From an optimization exercise on the open Yosys and OpenROAD flow, aimed at small area, a short achievable clock period and few clock cycles; shortcuts taken in it are not production practice.
Power and IR drop assume default switching activity.

==> module cv_unit, before the edit <==
module cv_unit (
    input  wire        clk,
    input  wire        rst,       
    input  wire        we,
    input  wire [2:0]  waddr,
    input  wire [63:0] wdata,
    input  wire [2:0]  raddr,
    output reg  [63:0] rdata,
    output wire        busy
);
    localparam A_CFG    = 3'd0;
    localparam A_POLY   = 3'd1;
    localparam A_INIT   = 3'd2;
    localparam A_VALUE  = 3'd3;
    localparam A_DATA   = 3'd4;
    localparam A_CMD    = 3'd5;
    localparam A_RESULT = 3'd6;
    reg  [5:0]  sh;                     
    wire [6:0]  width = 7'd64 - {1'b0, sh};
    reg         refin, refout, invert;
    reg  [63:0] poly, init, value;
    reg  [3:0]  nbytes;
    reg  [63:0] dbuf;
    reg  [3:0]  pend;
    reg  [31:1] q;
    reg         qbad;                   
    wire        qok = !qbad;
    wire [63:0] mask = {64{1'b1}} >> sh;
    reg  [63:0] vrev, prev;
    integer j;
    always @* begin
        for (j = 0; j < 64; j = j + 1) begin
            vrev[j] = value[63 - j];
            prev[j] = poly[63 - j];
        end
    end
    wire [63:0] vref = vrev >> sh;    
    wire [63:0] pref = prev >> sh;    
    reg  [31:0] qn;
    integer a, u, kk;
    always @* begin
        qn = 32'd1;
        for (kk = 1; kk < 32; kk = kk * 2)
            for (a = kk; a < 2 * kk; a = a + 1) begin
                qn[a] = pref[a - 1];
                for (u = 2; u <= a; u = u + 2)
                    qn[a] = qn[a] ^ (qn[u / 2] & ((u == a) ? 1'b1 : pref[a - u - 1]));
            end
    end
    wire        from_buf = (pend != 4'd0);
    wire [3:0]  cnt   = from_buf ? pend : nbytes;
    wire [2:0]  nch   = (cnt > 4'd4) ? 3'd4 : cnt[2:0];    
    wire [31:0] src   = from_buf ? dbuf[31:0] : wdata[31:0];
    reg  [31:0] s, t, tr;
    integer i, k;
    always @* begin
        for (i = 0; i < 32; i = i + 1)
            s[i] = vref[i] ^ (refin ? src[8*(i/8) + (i%8)] : src[8*(i/8) + 7 - (i%8)]);
        for (i = 0; i < 32; i = i + 1) begin
            t[i] = s[i];
            for (k = 0; k < i; k = k + 1)
                t[i] = t[i] ^ (q[i - k] & s[k]);
        end
        tr = 32'd0;
        case (nch)
            3'd1: for (k = 0; k < 8;  k = k + 1) tr[k] = t[7 - k];
            3'd2: for (k = 0; k < 16; k = k + 1) tr[k] = t[15 - k];
            3'd3: for (k = 0; k < 24; k = k + 1) tr[k] = t[23 - k];
            default: for (k = 0; k < 32; k = k + 1) tr[k] = t[31 - k];
        endcase
    end
    reg  [63:0] vsh, prod;
    integer b;
    always @* begin
        case (nch)
            3'd1:    vsh = value << 8;
            3'd2:    vsh = value << 16;
            3'd3:    vsh = value << 24;
            default: vsh = value << 32;
        endcase
        prod = 64'd0;
        for (b = 0; b < 32; b = b + 1)
            prod = prod ^ ({64{tr[b]}} & (poly << b));
    end
    wire [63:0] vnew = (vsh ^ prod) & mask;
    wire [63:0] result = (refout ? vref : (value & mask)) ^ (invert ? mask : 64'd0);
    always @(posedge clk) begin
        if (rst) begin
            sh     <= 6'd32;
            refin  <= 1'b0;
            refout <= 1'b0;
            invert <= 1'b0;
            poly   <= 64'd0;
            init   <= 64'd0;
            value  <= 64'd0;
            nbytes <= 4'd8;
            dbuf   <= 64'd0;
            pend   <= 4'd0;
            q      <= 31'd0;
            qbad   <= 1'b0;
        end else begin
            if (qbad) begin
                q    <= qn[31:1];
                qbad <= 1'b0;
            end
            if (pend != 4'd0) begin
                if (qok) begin
                    value       <= vnew;
                    dbuf[31:0]  <= dbuf[63:32];
                    pend        <= (pend > 4'd4) ? pend - 4'd4 : 4'd0;
                end
            end else if (we) begin
                case (waddr)
                    A_CFG: begin
                        invert <= wdata[13];
                        refout <= wdata[12];
                        refin  <= wdata[11];
                        if (wdata[6:0] >= 7'd8 && wdata[6:0] <= 7'd64)
                            sh <= 6'd0 - wdata[5:0];
                        qbad <= 1'b1;
                    end
                    A_POLY: begin
                        poly <= wdata;
                        qbad <= 1'b1;
                    end
                    A_INIT:  init  <= wdata;
                    A_VALUE: value <= wdata;
                    A_DATA: begin
                        if (qok) begin
                            value      <= vnew;
                            dbuf[31:0] <= wdata[63:32];
                            pend       <= (nbytes > 4'd4) ? nbytes - 4'd4 : 4'd0;
                        end else begin
                            dbuf <= wdata;
                            pend <= nbytes;
                        end
                    end
                    A_CMD: begin
                        if (wdata[31])
                            value <= init;
                        if (wdata[3:0] >= 4'd1 && wdata[3:0] <= 4'd8)
                            nbytes <= wdata[3:0];
                    end
                    default: ;
                endcase
            end
        end
    end
    assign busy = (pend != 4'd0);
    always @* begin
        case (raddr)
            A_CFG:    rdata = {32'd0, 1'b0, busy, 1'b0, 15'd0, invert, refout, refin, 4'd0, width};
            A_POLY:   rdata = poly;
            A_INIT:   rdata = init;
            A_VALUE:  rdata = value;
            A_CMD:    rdata = {60'd0, nbytes};
            A_RESULT: rdata = result;
            default:  rdata = 64'd0;
        endcase
    end
endmodule
Settings: LEC_CHECK=0, CAP_MARGIN=20, CORE_MARGIN=2, CORE_UTILIZATION=25, PLACE_DENSITY=0.4, SLEW_MARGIN=20; clock period 16.0 ns.
run.sh (not shown) runs the stock make flow with config.mk's settings and CLKGATE_MAP_FILE= SYNTH_SCRIPT=/design/flow/synth_recipe.tcl, a recipe that flattens the netlist after the stock synthesis.
==> next run, changes <==
--- a/flow/design.v
+++ b/flow/design.v
@@ -15,17 +15,19 @@
     localparam A_DATA   = 3'd4;
     localparam A_CMD    = 3'd5;
     localparam A_RESULT = 3'd6;
-    reg  [5:0]  sh;                     
-    wire [6:0]  width = 7'd64 - {1'b0, sh};
+    localparam Q_VALID = 2'd0;
+    localparam Q_LO    = 2'd1;
+    localparam Q_HI    = 2'd2;
+    reg  [6:0]  width;
     reg         refin, refout, invert;
     reg  [63:0] poly, init, value;
     reg  [3:0]  nbytes;
     reg  [63:0] dbuf;
     reg  [3:0]  pend;
     reg  [31:1] q;
-    reg         qbad;                   
-    wire        qok = !qbad;
-    wire [63:0] mask = {64{1'b1}} >> sh;
+    reg  [1:0]  qst;
+    wire        qok = (qst == Q_VALID);
+    wire [63:0] mask = {64{1'b1}} >> (7'd64 - width);
     reg  [63:0] vrev, prev;
     integer j;
     always @* begin
@@ -34,18 +36,19 @@
             prev[j] = poly[63 - j];
         end
     end
-    wire [63:0] vref = vrev >> sh;    
-    wire [63:0] pref = prev >> sh;    
-    reg  [31:0] qn;
-    integer a, u, kk;
+    wire [63:0] vref = vrev >> (7'd64 - width);    
+    wire [63:0] pref = prev >> (7'd64 - width);    
+    reg  [31:0] qa, qb;
+    integer a, m;
     always @* begin
-        qn = 32'd1;
-        for (kk = 1; kk < 32; kk = kk * 2)
-            for (a = kk; a < 2 * kk; a = a + 1) begin
-                qn[a] = pref[a - 1];
-                for (u = 2; u <= a; u = u + 2)
-                    qn[a] = qn[a] ^ (qn[u / 2] & ((u == a) ? 1'b1 : pref[a - u - 1]));
-            end
+        qa = 32'd1;
+        for (a = 1; a < 16; a = a + 1)
+            for (m = 1; m <= a; m = m + 1)
+                qa[a] = qa[a] ^ (pref[m - 1] & qa[a - m]);
+        qb = {16'd0, q[15:1], 1'b1};
+        for (a = 16; a < 32; a = a + 1)
+            for (m = 1; m <= a; m = m + 1)
+                qb[a] = qb[a] ^ (pref[m - 1] & qb[a - m]);
     end
     wire        from_buf = (pend != 4'd0);
     wire [3:0]  cnt   = from_buf ? pend : nbytes;
@@ -86,7 +89,7 @@
     wire [63:0] result = (refout ? vref : (value & mask)) ^ (invert ? mask : 64'd0);
     always @(posedge clk) begin
         if (rst) begin
-            sh     <= 6'd32;
+            width  <= 7'd32;
             refin  <= 1'b0;
             refout <= 1'b0;
             invert <= 1'b0;
@@ -97,11 +100,14 @@
             dbuf   <= 64'd0;
             pend   <= 4'd0;
             q      <= 31'd0;
-            qbad   <= 1'b0;
+            qst    <= Q_VALID;
         end else begin
-            if (qbad) begin
-                q    <= qn[31:1];
-                qbad <= 1'b0;
+            if (qst == Q_LO) begin
+                q[15:1] <= qa[15:1];
+                qst     <= Q_HI;
+            end else if (qst == Q_HI) begin
+                q[31:16] <= qb[31:16];
+                qst      <= Q_VALID;
             end
             if (pend != 4'd0) begin
                 if (qok) begin
@@ -116,12 +122,12 @@
                         refout <= wdata[12];
                         refin  <= wdata[11];
                         if (wdata[6:0] >= 7'd8 && wdata[6:0] <= 7'd64)
-                            sh <= 6'd0 - wdata[5:0];
-                        qbad <= 1'b1;
+                            width <= wdata[6:0];
+                        qst <= Q_LO;
                     end
                     A_POLY: begin
                         poly <= wdata;
-                        qbad <= 1'b1;
+                        qst  <= Q_LO;
                     end
                     A_INIT:  init  <= wdata;
                     A_VALUE: value <= wdata;
Utilization hardly moves.
Maximum frequency drops by 10%.
Clock skew stays flat.
Cell area hardly moves.
Hold slack gains 4.7 ps.
Sequential power increases by about 5%.
Combinational power grows by 46%.
Function was not checked in any run of this note: the RTL went through the layout flow alone.

## static timing again, ports no longer ideal
How much do the figures lean on ideal ports? The routed layouts below were timed once more, with nothing changed but the port constraints.
Step 1: set_driving_cell puts a clkbuf_16 on clk and a buf_2 on each other input, an assumption about the parent block.
Step 2 moves the port delays by t, midway between the first and last clock arrival at a register: inputs arrive t later, outputs are due t later. That takes back most of the time a late clock gives input paths.
a / b / c = ideal ports / drivers / drivers and shift; a / b = the first two.
run | shift t [ns] | slack for setup (ns) | clock arrival spread, ns | worst register clock-pin slew, ns | worst slew at a driven data input, ns
the first run | 0.770 | 4.812 / 4.712 / 4.220 | 0.045 / 0.045 | 0.07 / 0.07 | 0.05
the second run | 0.730 | 3.550 / 3.550 / 3.550 | 0.047 / 0.047 | 0.07 / 0.07 | 0.13
After both steps setup and hold are still met in every run listed. The setup slack of the first run, which loses most, moves by -0.100 ns with the drivers and by -0.592 ns with both steps.
